Source: an optimization exercise on an open RTL-to-GDS flow (aim: small area, a short achievable clock period and few clock cycles). Production flows keep margins and buffers that such runs may drop. Where RTL was checked, it was by simulation tests only, not by an equivalence proof against the original.

==> inputs of juniper <==
==> flow/design.v <==
module r48_round (
    input  wire               sign,
    input  wire signed [13:0] exp,      
    input  wire        [36:0] mant,     
    input  wire               guard,
    input  wire               sticky,
    output reg         [47:0] result,
    output reg                ovf
);
    wire        round_up = guard & (sticky | mant[0]);
    wire [37:0] sum      = {1'b0, mant} + {37'd0, round_up};
    wire signed [13:0] exp_r = sum[37] ? exp + 14'sd1 : exp;
    wire [35:0] frac     = sum[37] ? 36'd0 : sum[35:0];
    wire signed [13:0] biased = exp_r + 14'sd1023;
    always @* begin
        ovf = 1'b0;
        if (exp_r < -14'sd1022) begin
            result = {sign, 47'd0};
        end else if (exp_r > 14'sd1023) begin
            result = {sign, 11'h7FF, 36'd0};
            ovf    = 1'b1;
        end else begin
            result = {sign, biased[10:0], frac};
        end
    end
endmodule
module r48_divsqrt_core #(
    parameter integer K  = 4,
    parameter integer S  = 40
) (
    input  wire [S/K-1:0] ph,        
    input  wire [S/K-1:0] phs,       
    input  wire [S:0]    rem,
    input  wire [S-1:0]  quo,
    input  wire [S:0]    dvs,
    output wire [S:0]    rem_nx,
    output wire [S-1:0]  quo_nx,
    output wire [3:0]    rem_z,      
    output wire [S:0]    dvs_nx
);
    localparam integer K2 = K / 2;
    wire [S:0]   r [0:K2];
    wire [S-1:0] q [0:K2];
    wire [3:0]   z [1:K2];
    wire [S:0]   x [0:K2];
    assign x[0] = dvs;
    assign r[0] = rem;
    assign q[0] = quo;
    genvar t, b;
    generate
        for (t = 0; t < K2; t = t + 1) begin : g_step
            wire [S-1:0] m1, m2, ms1, ms2;
            for (b = 0; b < S; b = b + 1) begin : g_m
                if ((S - 1 - b) % K == 2 * t) begin : g_1
                    assign m1[b]  = ph[(S - 1 - b) / K];
                    assign ms1[b] = phs[(S - 1 - b) / K];
                end else begin : g_1n
                    assign m1[b]  = 1'b0;
                    assign ms1[b] = 1'b0;
                end
                if ((S - 1 - b) % K == 2 * t + 1) begin : g_2
                    assign m2[b]  = ph[(S - 1 - b) / K];
                    assign ms2[b] = phs[(S - 1 - b) / K];
                end else begin : g_2n
                    assign m2[b]  = 1'b0;
                    assign ms2[b] = 1'b0;
                end
            end
            r48_step2 #(.S(S)) u_step (
                .m1(m1), .m2(m2), .ms1(ms1), .ms2(ms2),
                .dvs(x[t]), .rem(r[t]), .quo(q[t]),
                .dvs_nx(x[t+1]), .rem_nx(r[t+1]), .quo_nx(q[t+1]), .rem_z(z[t+1])
            );
        end
    endgenerate
    assign rem_nx = r[K2];
    assign quo_nx = q[K2];
    assign rem_z  = z[K2];
    assign dvs_nx = x[K2];
endmodule
module r48_step2 #(
    parameter integer S = 40
) (
    input  wire [S-1:0] m1,        
    input  wire [S-1:0] m2,        
    input  wire [S-1:0] ms1,       
    input  wire [S-1:0] ms2,       
    input  wire [S:0]   dvs,       
    input  wire [S:0]   rem,
    input  wire [S-1:0] quo,
    output wire [S:0]   dvs_nx,
    output wire [S:0]   rem_nx,
    output wire [S-1:0] quo_nx,
    output wire [3:0]   rem_z
);
    wire [S:0]   t1  = dvs | {1'b0, ms1};
    wire [S:0]   t20 = dvs | {1'b0, ms2};
    wire [S:0]   t21 = dvs | {ms1, 1'b0} | {1'b0, ms2};
    wire [S+3:0] d1  = {2'b00, rem, 1'b0} - {3'b000, t1};
    wire [S+3:0] d20 = {1'b0, rem, 2'b00} - {3'b000, t20};
    wire [S+3:0] d21 = {1'b0, rem, 2'b00} - {2'b00, t1, 1'b0} - {3'b000, t21};
    wire         f1  = !d1[S+3];
    wire         f2  = f1 ? !d21[S+3] : !d20[S+3];
    assign rem_nx = f1 ? (f2 ? d21[S:0] : {d1[S-1:0], 1'b0})
                       : (f2 ? d20[S:0] : {rem[S-2:0], 2'b00});
    assign quo_nx = quo | (m1 & {S{f1}}) | (m2 & {S{f2}});
    assign dvs_nx = dvs | ({ms1, 1'b0} & {(S+1){f1}}) | ({ms2, 1'b0} & {(S+1){f2}});
    assign rem_z  = {d21 == {(S+4){1'b0}},
                     {rem, 1'b0} == {1'b0, t1},
                     {rem, 2'b00} == {2'b00, t20},
                     rem == {(S+1){1'b0}}};
endmodule
module real48_divsqrt (
    input  wire        clk,
    input  wire        rst,
    input  wire        in_valid,
    output wire        in_ready,
    input  wire        in_op,        
    input  wire [47:0] in_a,
    input  wire [47:0] in_b,
    output reg         out_valid,
    output reg  [47:0] out_result,
    output reg         out_ovf,
    output reg         out_finv,
    output reg         out_fdz
);
    localparam integer K  = 2;           
    localparam integer S  = 40;          
    localparam integer NC = S / K;       
    reg          busy;                   
    reg [NC-1:0] ph;                     
    reg [NC-1:0] phs;                    
    wire         last = ph[NC-1];
    assign in_ready = !busy || last;
    wire accept = in_valid && in_ready && !rst;
    wire        sa = in_a[47];
    wire        sb = in_b[47];
    wire [10:0] ea = in_a[46:36];
    wire [10:0] eb = in_b[46:36];
    wire        fa_nz  = (in_a[35:0] != 36'd0);
    wire        fb_nz  = (in_b[35:0] != 36'd0);
    wire        a_max  = (ea == 11'h7FF);
    wire        b_max  = (eb == 11'h7FF);
    wire        a_nan  = a_max && fa_nz;
    wire        b_nan  = b_max && fb_nz;
    wire        a_inf  = a_max && !fa_nz;
    wire        b_inf  = b_max && !fb_nz;
    wire        a_zero = (ea == 11'd0);
    wire        b_zero = (eb == 11'd0);
    wire        sq     = sa ^ sb;
    reg       spec;
    reg [1:0] spec_kind;
    reg       spec_sign, spec_fdz;
    always @* begin
        spec      = 1'b1;
        spec_kind = 2'd0;
        spec_sign = sq;
        spec_fdz  = 1'b0;
        if (!in_op) begin
            if (a_nan || b_nan || (a_zero && b_zero) || (a_inf && b_inf))
                spec_kind = 2'd2;
            else if (a_inf)  spec_kind = 2'd1;
            else if (b_inf)  spec_kind = 2'd0;
            else if (b_zero) begin spec_kind = 2'd1; spec_fdz = 1'b1; end
            else if (a_zero) spec_kind = 2'd0;
            else             spec = 1'b0;
        end else begin
            spec_sign = sa;
            if (a_nan || (sa && !a_zero)) spec_kind = 2'd2;
            else if (a_zero)              spec_kind = 2'd0;
            else if (a_inf)               spec_kind = 2'd1;
            else                          spec = 1'b0;
        end
    end
    reg       spec_q;
    reg [1:0] kind_q;
    reg       fdz_q;
    reg               sign_q;
    reg signed [13:0] exp_q;
    reg        [S:0]  rem_q;
    reg      [S-1:0]  quo_q;
    reg        [S:0]  div_q;             
    wire signed [13:0] p    = $signed({3'b000, ea}) - 14'sd1059;
    wire signed [13:0] p_ev = p - {13'd0, p[0]};
    wire        [36:0] m_a  = {1'b1, in_a[35:0]};
    wire [S:0] rem_init = (in_op && p[0]) ? ({{(S-37){1'b0}}, m_a} << (S-37))
                                          : ({{(S-37){1'b0}}, m_a} << (S-38));
    wire [S:0]   rem_nx;
    wire [S-1:0] quo_nx;
    wire [3:0]   rem_z;
    wire [S:0]   dvs_nx;
    r48_divsqrt_core #(.K(K), .S(S)) u_core (
        .ph(ph), .phs(phs), .rem(rem_q), .quo(quo_q), .dvs(div_q),
        .rem_nx(rem_nx), .quo_nx(quo_nx), .rem_z(rem_z), .dvs_nx(dvs_nx)
    );
    reg               o_spec;
    reg [1:0]         o_kind;
    reg               o_fdz;
    reg               o_sign;
    reg signed [13:0] o_exp;             
    reg        [36:0] o_mant;            
    reg               o_guard;
    reg               o_sel;             
    reg     [S-39:0]  o_low;             
    reg        [3:0]  o_rem_z;
    wire sel_c = quo_q[S-1];
    wire        rem_nz   = !o_rem_z[o_low[1:0]];
    wire        r_sticky = rem_nz | (o_sel ? |o_low : |o_low[S-40:0]);
    wire [36:0] r_mant   = o_mant;
    wire        r_guard  = o_guard;
    wire signed [13:0] r_exp = o_exp;
    wire [47:0] rnd_res;
    wire        rnd_ovf;
    r48_round u_round (
        .sign(o_sign), .exp(r_exp), .mant(r_mant),
        .guard(r_guard), .sticky(r_sticky),
        .result(rnd_res), .ovf(rnd_ovf)
    );
    wire [47:0] res_c = !o_spec ? rnd_res :
                        (o_kind == 2'd2) ? 48'h7FF8_0000_0000 :
                        {o_sign, {11{o_kind[0]}}, 36'd0};
    wire        ovf_c  = !o_spec && rnd_ovf;
    wire        finv_c = o_spec && o_kind[1];
    wire        fdz_c  = o_spec && o_fdz;
    reg         o_valid;
    wire done = busy && last;
    always @(posedge clk) begin
        if (rst) begin
            busy      <= 1'b0;
            spec_q    <= 1'b0;
            o_valid   <= 1'b0;
            out_valid <= 1'b0;
        end else begin
            o_valid   <= done | spec_q;
            out_valid <= o_valid;
            spec_q    <= accept && spec;
            if (accept && !spec) busy <= 1'b1;
            else if (last)       busy <= 1'b0;
        end
        out_result <= res_c;
        out_ovf    <= ovf_c;
        out_finv   <= finv_c;
        out_fdz    <= fdz_c;
        o_spec   <= !done;
        o_sign   <= sign_q;
        o_kind   <= kind_q;
        o_fdz    <= fdz_q;
        o_exp    <= sel_c ? exp_q : exp_q - 14'sd1;
        o_mant   <= sel_c ? quo_nx[S-1:S-37] : quo_nx[S-2:S-38];
        o_guard  <= sel_c ? quo_nx[S-38] : quo_nx[S-39];
        o_sel    <= sel_c;
        o_low    <= quo_nx[S-39:0];
        o_rem_z  <= rem_z;
        if (accept) begin
            kind_q  <= spec_kind;
            fdz_q   <= spec_fdz;
            sign_q  <= in_op && !spec ? 1'b0 : spec_sign;
            exp_q   <= in_op ? 14'sd18 + (p_ev >>> 1)
                             : $signed({3'b000, ea}) - $signed({3'b000, eb});
        end
        if (accept) begin
            rem_q   <= rem_init;
            quo_q   <= {S{1'b0}};
            div_q   <= in_op ? {(S+1){1'b0}} : {1'b0, 1'b1, in_b[35:0], {(S-37){1'b0}}};
            ph      <= {{(NC-1){1'b0}}, 1'b1};
            phs     <= {{(NC-1){1'b0}}, in_op};
        end else begin
            rem_q   <= rem_nx;
            quo_q   <= quo_nx;
            div_q   <= dvs_nx;
            ph      <= {ph[NC-2:0], 1'b0};
            phs     <= {phs[NC-2:0], 1'b0};
        end
    end
endmodule
==> flow/run.sh <==
#!/bin/bash
# synth_recipe.tcl (not shown) runs the flow's synth.tcl, then flattens the netlist and writes it again
# the make line also repeats each setting of config.mk as NAME=value (left out here)
make -C /OpenROAD-flow-scripts/flow DESIGN_CONFIG=/design/flow/config.mk WORK_HOME=/design/flow/orfs CLKGATE_MAP_FILE= SYNTH_SCRIPT=/design/flow/synth_recipe.tcl finish
==> flow/config.mk <==
export PLATFORM = sky130hd
export DESIGN_NAME = real48_divsqrt
export DESIGN_NICKNAME = real48_divsqrt
export VERILOG_FILES = /design/flow/design.v
export SDC_FILE = /design/flow/constraint.sdc
export NUM_CORES = 4
export LEC_CHECK = 0
export ABC_AREA = 1
export CAP_MARGIN = 20
export CORE_MARGIN = 2
export CORE_UTILIZATION = 40
export SETUP_SLACK_MARGIN = 5
export SLEW_MARGIN = 20
==> flow/constraint.sdc <==
create_clock -name core_clock -period 10.0 [get_ports {clk}]
set_input_delay 2.0000 -clock core_clock [delete_from_list [all_inputs] [get_ports {clk}]]
set_output_delay 2.0000 -clock core_clock [all_outputs]
set_load 0.01 [all_outputs]
==> willow (differences from juniper) <==
Settings changed: ABC_AREA 1 to unset, CORE_UTILIZATION 40 to 60.
==> fjord (differences from juniper) <==
==> flow/design.v, changed modules only <==
module real48_divsqrt (
    input  wire        clk,
    input  wire        rst,
    input  wire        in_valid,
    output wire        in_ready,
    input  wire        in_op,        
    input  wire [47:0] in_a,
    input  wire [47:0] in_b,
    output reg         out_valid,
    output reg  [47:0] out_result,
    output reg         out_ovf,
    output reg         out_finv,
    output reg         out_fdz
);
    localparam integer K  = 2;           
    localparam integer S  = 38;          
    localparam integer NC = S / K;       
    reg          busy;                   
    reg [NC-1:0] ph;                     
    reg [NC-1:0] phs;                    
    wire         last = ph[NC-1];
    assign in_ready = !busy || last;
    wire accept = in_valid && in_ready && !rst;
    wire        sa = in_a[47];
    wire        sb = in_b[47];
    wire [10:0] ea = in_a[46:36];
    wire [10:0] eb = in_b[46:36];
    wire        fa_nz  = (in_a[35:0] != 36'd0);
    wire        fb_nz  = (in_b[35:0] != 36'd0);
    wire        a_max  = (ea == 11'h7FF);
    wire        b_max  = (eb == 11'h7FF);
    wire        a_nan  = a_max && fa_nz;
    wire        b_nan  = b_max && fb_nz;
    wire        a_inf  = a_max && !fa_nz;
    wire        b_inf  = b_max && !fb_nz;
    wire        a_zero = (ea == 11'd0);
    wire        b_zero = (eb == 11'd0);
    wire        sq     = sa ^ sb;
    reg       spec;
    reg [1:0] spec_kind;
    reg       spec_sign, spec_fdz;
    always @* begin
        spec      = 1'b1;
        spec_kind = 2'd0;
        spec_sign = sq;
        spec_fdz  = 1'b0;
        if (!in_op) begin
            if (a_nan || b_nan || (a_zero && b_zero) || (a_inf && b_inf))
                spec_kind = 2'd2;
            else if (a_inf)  spec_kind = 2'd1;
            else if (b_inf)  spec_kind = 2'd0;
            else if (b_zero) begin spec_kind = 2'd1; spec_fdz = 1'b1; end
            else if (a_zero) spec_kind = 2'd0;
            else             spec = 1'b0;
        end else begin
            spec_sign = sa;
            if (a_nan || (sa && !a_zero)) spec_kind = 2'd2;
            else if (a_zero)              spec_kind = 2'd0;
            else if (a_inf)               spec_kind = 2'd1;
            else                          spec = 1'b0;
        end
    end
    reg       spec_q;
    reg [1:0] kind_q;
    reg       fdz_q;
    reg               sign_q;
    reg               dbl_q;             
    reg signed [13:0] exp_q;
    reg        [S:0]  rem_q;
    reg      [S-1:0]  quo_q;
    reg        [S:0]  div_q;             
    wire signed [13:0] p    = $signed({3'b000, ea}) - 14'sd1059;
    wire signed [13:0] p_ev = p - {13'd0, p[0]};
    wire        [36:0] m_a  = {1'b1, in_a[35:0]};
    wire       a_lt_b   = (in_a[35:0] < in_b[35:0]);
    wire       dbl      = in_op ? p[0] : a_lt_b;
    wire [S:0] rem_init = dbl ? ({{(S+1-37){1'b0}}, m_a} << (S-37))
                              : ({{(S+1-37){1'b0}}, m_a} << (S-38));
    wire [S:0]   rem_nx;
    wire [S-1:0] quo_nx;
    wire [3:0]   rem_z;
    wire [S:0]   dvs_nx;
    r48_divsqrt_core #(.K(K), .S(S)) u_core (
        .ph(ph), .phs(phs), .rem(rem_q), .quo(quo_q), .dvs(div_q),
        .rem_nx(rem_nx), .quo_nx(quo_nx), .rem_z(rem_z), .dvs_nx(dvs_nx)
    );
    reg               o_spec;
    reg [1:0]         o_kind;
    reg               o_fdz;
    reg               o_sign;
    reg signed [13:0] o_exp;             
    reg        [36:0] o_mant;            
    reg               o_guard;
    reg        [3:0]  o_rem_z;
    wire        rem_nz   = !o_rem_z[{o_mant[0], o_guard}];
    wire        r_sticky = rem_nz;
    wire [36:0] r_mant   = o_mant;
    wire        r_guard  = o_guard;
    wire signed [13:0] r_exp = o_exp;
    wire [47:0] rnd_res;
    wire        rnd_ovf;
    r48_round u_round (
        .sign(o_sign), .exp(r_exp), .mant(r_mant),
        .guard(r_guard), .sticky(r_sticky),
        .result(rnd_res), .ovf(rnd_ovf)
    );
    wire [47:0] res_c = !o_spec ? rnd_res :
                        (o_kind == 2'd2) ? 48'h7FF8_0000_0000 :
                        {o_sign, {11{o_kind[0]}}, 36'd0};
    wire        ovf_c  = !o_spec && rnd_ovf;
    wire        finv_c = o_spec && o_kind[1];
    wire        fdz_c  = o_spec && o_fdz;
    reg         o_valid;
    wire done = busy && last;
    always @(posedge clk) begin
        if (rst) begin
            busy      <= 1'b0;
            spec_q    <= 1'b0;
            o_valid   <= 1'b0;
            out_valid <= 1'b0;
        end else begin
            o_valid   <= done | spec_q;
            out_valid <= o_valid;
            spec_q    <= accept && spec;
            if (accept && !spec) busy <= 1'b1;
            else if (last)       busy <= 1'b0;
        end
        out_result <= res_c;
        out_ovf    <= ovf_c;
        out_finv   <= finv_c;
        out_fdz    <= fdz_c;
        o_spec   <= !done;
        o_sign   <= sign_q;
        o_kind   <= kind_q;
        o_fdz    <= fdz_q;
        o_exp    <= dbl_q ? exp_q - 14'sd1 : exp_q;
        o_mant   <= quo_nx[S-1:S-37];
        o_guard  <= quo_nx[S-38];
        o_rem_z  <= rem_z;
        if (accept) begin
            kind_q  <= spec_kind;
            dbl_q   <= !in_op && a_lt_b;
            fdz_q   <= spec_fdz;
            sign_q  <= in_op && !spec ? 1'b0 : spec_sign;
            exp_q   <= in_op ? 14'sd18 + (p_ev >>> 1)
                             : $signed({3'b000, ea}) - $signed({3'b000, eb});
        end
        if (accept) begin
            rem_q   <= rem_init;
            quo_q   <= {S{1'b0}};
            div_q   <= in_op ? {(S+1){1'b0}} : {1'b0, 1'b1, in_b[35:0], {(S-37){1'b0}}};
            ph      <= {{(NC-1){1'b0}}, 1'b1};
            phs     <= {{(NC-1){1'b0}}, in_op};
        end else begin
            rem_q   <= rem_nx;
            quo_q   <= quo_nx;
            div_q   <= dvs_nx;
            ph      <= {ph[NC-2:0], 1'b0};
            phs     <= {phs[NC-2:0], 1'b0};
        end
    end
endmodule
Settings changed: ABC_AREA 1 to unset.
==> delta (differences from juniper) <==
==> flow/design.v, changed modules only <==
module r48_divsqrt_core #(
    parameter integer K  = 3,
    parameter integer S  = 39
) (
    input  wire [S/K-1:0] ph,        
    input  wire [S/K-1:0] phs,       
    input  wire [S:0]    rem,
    input  wire [S-1:0]  quo,
    input  wire [S:0]    dvs,
    output wire [S:0]    rem_nx,
    output wire [S-1:0]  quo_nx,
    output wire          rem_eq,     
    output wire          rem_nz,     
    output wire [S:0]    dvs_nx
);
    wire [S:0]   r [0:K];
    wire [S-1:0] q [0:K];
    wire         eq [1:K];
    wire         nz [1:K];
    wire [S:0]   x [0:K];
    assign x[0] = dvs;
    assign r[0] = rem;
    assign q[0] = quo;
    genvar t, b;
    generate
        for (t = 0; t < K; t = t + 1) begin : g_step
            wire [S-1:0] m;
            wire [S-1:0] ms;
            for (b = 0; b < S; b = b + 1) begin : g_m
                if ((S - 1 - b) % K == t)
                    assign m[b] = ph[(S - 1 - b) / K];
                else
                    assign m[b] = 1'b0;
                if ((S - 1 - b) % K == t)
                    assign ms[b] = phs[(S - 1 - b) / K];
                else
                    assign ms[b] = 1'b0;
            end
            r48_step #(.S(S)) u_step (
                .m(m), .ms(ms), .dvs(x[t]), .dvs_nx(x[t+1]),
                .rem(r[t]), .quo(q[t]),
                .rem_nx(r[t+1]), .quo_nx(q[t+1]), .rem_eq(eq[t+1]), .rem_nz(nz[t+1])
            );
        end
    endgenerate
    assign rem_nx    = r[K];
    assign quo_nx    = q[K];
    assign rem_eq    = eq[K];
    assign rem_nz    = nz[K];
    assign dvs_nx    = x[K];
endmodule
module r48_step #(
    parameter integer S = 39
) (
    input  wire [S-1:0] m,         
    input  wire [S-1:0] ms,        
    input  wire [S:0]   dvs,       
    input  wire [S:0]   rem,
    input  wire [S-1:0] quo,
    output wire [S:0]   rem_nx,
    output wire [S-1:0] quo_nx,
    output wire         rem_eq,    
    output wire         rem_nz,    
    output wire [S:0]   dvs_nx
);
    wire [S:0]   trial = dvs | {1'b0, ms};
    wire [S+2:0] diff  = {1'b0, rem, 1'b0} - {2'b00, trial};
    wire         fits  = !diff[S+2];
    assign rem_nx = fits ? diff[S:0] : {rem[S-1:0], 1'b0};
    assign quo_nx = fits ? (quo | m) : quo;
    assign dvs_nx = dvs | ({ms, 1'b0} & {(S+1){fits}});
    assign rem_eq = ({rem, 1'b0} == {1'b0, trial});
    assign rem_nz = (rem != {(S+1){1'b0}});
endmodule
module real48_divsqrt (
    input  wire        clk,
    input  wire        rst,
    input  wire        in_valid,
    output wire        in_ready,
    input  wire        in_op,        
    input  wire [47:0] in_a,
    input  wire [47:0] in_b,
    output reg         out_valid,
    output reg  [47:0] out_result,
    output reg         out_ovf,
    output reg         out_finv,
    output reg         out_fdz
);
    localparam integer K  = 2;           
    localparam integer S  = 40;          
    localparam integer NC = S / K;       
    reg          busy;                   
    reg [NC-1:0] ph;                     
    reg [NC-1:0] phs;                    
    wire         last = ph[NC-1];
    assign in_ready = !busy || last;
    wire accept = in_valid && in_ready && !rst;
    wire        sa = in_a[47];
    wire        sb = in_b[47];
    wire [10:0] ea = in_a[46:36];
    wire [10:0] eb = in_b[46:36];
    wire        fa_nz  = (in_a[35:0] != 36'd0);
    wire        fb_nz  = (in_b[35:0] != 36'd0);
    wire        a_max  = (ea == 11'h7FF);
    wire        b_max  = (eb == 11'h7FF);
    wire        a_nan  = a_max && fa_nz;
    wire        b_nan  = b_max && fb_nz;
    wire        a_inf  = a_max && !fa_nz;
    wire        b_inf  = b_max && !fb_nz;
    wire        a_zero = (ea == 11'd0);
    wire        b_zero = (eb == 11'd0);
    wire        sq     = sa ^ sb;
    reg       spec;
    reg [1:0] spec_kind;
    reg       spec_sign, spec_fdz;
    always @* begin
        spec      = 1'b1;
        spec_kind = 2'd0;
        spec_sign = sq;
        spec_fdz  = 1'b0;
        if (!in_op) begin
            if (a_nan || b_nan || (a_zero && b_zero) || (a_inf && b_inf))
                spec_kind = 2'd2;
            else if (a_inf)  spec_kind = 2'd1;
            else if (b_inf)  spec_kind = 2'd0;
            else if (b_zero) begin spec_kind = 2'd1; spec_fdz = 1'b1; end
            else if (a_zero) spec_kind = 2'd0;
            else             spec = 1'b0;
        end else begin
            spec_sign = sa;
            if (a_nan || (sa && !a_zero)) spec_kind = 2'd2;
            else if (a_zero)              spec_kind = 2'd0;
            else if (a_inf)               spec_kind = 2'd1;
            else                          spec = 1'b0;
        end
    end
    reg       spec_q;
    reg [1:0] kind_q;
    reg       fdz_q;
    reg               sign_q;
    reg signed [13:0] exp_q;
    reg        [S:0]  rem_q;
    reg      [S-1:0]  quo_q;
    reg        [S:0]  div_q;             
    wire signed [13:0] p    = $signed({3'b000, ea}) - 14'sd1059;
    wire signed [13:0] p_ev = p - {13'd0, p[0]};
    wire        [36:0] m_a  = {1'b1, in_a[35:0]};
    wire [S:0] rem_init = (in_op && p[0]) ? ({{(S-37){1'b0}}, m_a} << (S-37))
                                          : ({{(S-37){1'b0}}, m_a} << (S-38));
    wire [S:0]   rem_nx;
    wire [S-1:0] quo_nx;
    wire [3:0]   rem_z;
    wire         rem_eq, rem_nz_c;
    assign rem_z = {rem_eq, !rem_nz_c, rem_eq, !rem_nz_c};
    wire [S:0]   dvs_nx;
    r48_divsqrt_core #(.K(K), .S(S)) u_core (
        .ph(ph), .phs(phs), .rem(rem_q), .quo(quo_q), .dvs(div_q),
        .rem_nx(rem_nx), .quo_nx(quo_nx), .rem_eq(rem_eq), .rem_nz(rem_nz_c), .dvs_nx(dvs_nx)
    );
    reg               o_spec;
    reg [1:0]         o_kind;
    reg               o_fdz;
    reg               o_sign;
    reg signed [13:0] o_exp;             
    reg        [36:0] o_mant;            
    reg               o_guard;
    reg               o_sel;             
    reg     [S-39:0]  o_low;             
    reg        [3:0]  o_rem_z;
    wire sel_c = quo_q[S-1];
    wire        rem_nz   = !o_rem_z[o_low[1:0]];
    wire        r_sticky = rem_nz | (o_sel ? |o_low : |o_low[S-40:0]);
    wire [36:0] r_mant   = o_mant;
    wire        r_guard  = o_guard;
    wire signed [13:0] r_exp = o_exp;
    wire [47:0] rnd_res;
    wire        rnd_ovf;
    r48_round u_round (
        .sign(o_sign), .exp(r_exp), .mant(r_mant),
        .guard(r_guard), .sticky(r_sticky),
        .result(rnd_res), .ovf(rnd_ovf)
    );
    wire [47:0] res_c = !o_spec ? rnd_res :
                        (o_kind == 2'd2) ? 48'h7FF8_0000_0000 :
                        {o_sign, {11{o_kind[0]}}, 36'd0};
    wire        ovf_c  = !o_spec && rnd_ovf;
    wire        finv_c = o_spec && o_kind[1];
    wire        fdz_c  = o_spec && o_fdz;
    reg         o_valid;
    wire done = busy && last;
    always @(posedge clk) begin
        if (rst) begin
            busy      <= 1'b0;
            spec_q    <= 1'b0;
            o_valid   <= 1'b0;
            out_valid <= 1'b0;
        end else begin
            o_valid   <= done | spec_q;
            out_valid <= o_valid;
            spec_q    <= accept && spec;
            if (accept && !spec) busy <= 1'b1;
            else if (last)       busy <= 1'b0;
        end
        out_result <= res_c;
        out_ovf    <= ovf_c;
        out_finv   <= finv_c;
        out_fdz    <= fdz_c;
        o_spec   <= !done;
        o_sign   <= sign_q;
        o_kind   <= kind_q;
        o_fdz    <= fdz_q;
        o_exp    <= sel_c ? exp_q : exp_q - 14'sd1;
        o_mant   <= sel_c ? quo_nx[S-1:S-37] : quo_nx[S-2:S-38];
        o_guard  <= sel_c ? quo_nx[S-38] : quo_nx[S-39];
        o_sel    <= sel_c;
        o_low    <= quo_nx[S-39:0];
        o_rem_z  <= rem_z;
        if (accept) begin
            kind_q  <= spec_kind;
            fdz_q   <= spec_fdz;
            sign_q  <= in_op && !spec ? 1'b0 : spec_sign;
            exp_q   <= in_op ? 14'sd18 + (p_ev >>> 1)
                             : $signed({3'b000, ea}) - $signed({3'b000, eb});
        end
        if (accept) begin
            rem_q   <= rem_init;
            quo_q   <= {S{1'b0}};
            div_q   <= in_op ? {(S+1){1'b0}} : {1'b0, 1'b1, in_b[35:0], {(S-37){1'b0}}};
            ph      <= {{(NC-1){1'b0}}, 1'b1};
            phs     <= {{(NC-1){1'b0}}, in_op};
        end else begin
            rem_q   <= rem_nx;
            quo_q   <= quo_nx;
            div_q   <= dvs_nx;
            ph      <= {ph[NC-2:0], 1'b0};
            phs     <= {phs[NC-2:0], 1'b0};
        end
    end
endmodule
// module r48_step2 removed
Settings changed: ABC_AREA 1 to unset.
==> summary of the runs <==
fjord produced a clean layout. willow passed the timing, design-rule and antenna checks. delta passed the timing, design-rule and antenna checks. juniper ran to the end with no violations.
Between juniper and fjord, the lower critical path depth is in juniper (gap 5).
The lowest synthesized cell count belongs to delta, the highest to juniper.
Against juniper, the clock skew of fjord is higher by 0.035 ns.
Core utilization: juniper < fjord < delta < willow.
Via count: juniper > willow > fjord > delta.
Die area: willow < delta < fjord < juniper.
==> figures <==
metric                                                                    willow    fjord    delta  juniper
Outcome                                         no timing/DRC/antenna violations  no timing/DRC/antenna violations  no timing/DRC/antenna violations  no timing/DRC/antenna violations
Compound-Gate Fraction of Synth Area                                       0.199    0.218    0.213    0.127
Gate count of the mapped netlist                                            2572     2563     2245     3807
Number of distinct standard cells referenced by the synthesized netlist       86       74       76       50
Met1 WL                                                                  25.3 mm  30.1 mm  27.1 mm  38.2 mm
Met1 Use GR                                                                0.414    0.330    0.333    0.370
Number of enable flip-flop cells after synthesis                              17       18       17       17
RD Place Congestion                                                         1.01    0.987    0.979    0.991
Synth Area in Simple Gates                                                 0.216    0.192    0.235    0.357
Setup slack, reg-to-reg                                                  5.24 ns  5.17 ns  4.40 ns  5.30 ns
Final cell count without fillers                                            3148     3367     3131     4730
Via count of the first global-routing pass                                 18700    18700    17200    22600
First-pass GRT wire length                                               97.8 mm   106 mm  97.4 mm   130 mm
Layout non-clock buf frac                                                 0.0693   0.0708    0.134   0.0594
Diodes inserted                                                                1        0        1        2
Testbench counts of juniper, summed over its fixed seeds: cycles 61,231.
Testbench counts of willow, summed over its fixed seeds: cycles 61,231.
Testbench counts of fjord, summed over its fixed seeds: cycles 58,178.
For delta, only the layout was checked, not whether the RTL still works.

==> afterwards: timing with drivers on the ports <==
Ports are ideal in the flow. The routed layouts listed here were re-timed in OpenROAD.
Step 1 sets driving cells, clkbuf_16 on the clock port and buf_2 on the other inputs (assumed; they add their load-dependent delay and slew).
Step 2 also shifts input and output timing later by t, the mid clock arrival at the registers, as if the neighbouring blocks saw the same clock.
Three values: ideal ports, drivers, drivers and shift; two values: the first two.
run	t, ns	slack for setup (ns)	worst slew at a driven data input, ns
juniper	0.607	5.232 / 5.243 / 4.635	0.08
willow	0.597	5.240 / 5.240 / 4.884	0.09
fjord	0.610	5.078 / 5.108 / 4.498	0.10
delta	0.581	4.397 / 4.397 / 4.397	0.11
After both steps setup and hold are still met in every run listed. For juniper, which loses most, drivers alone change the setup slack by +0.011 ns; drivers and shift together by -0.597 ns.
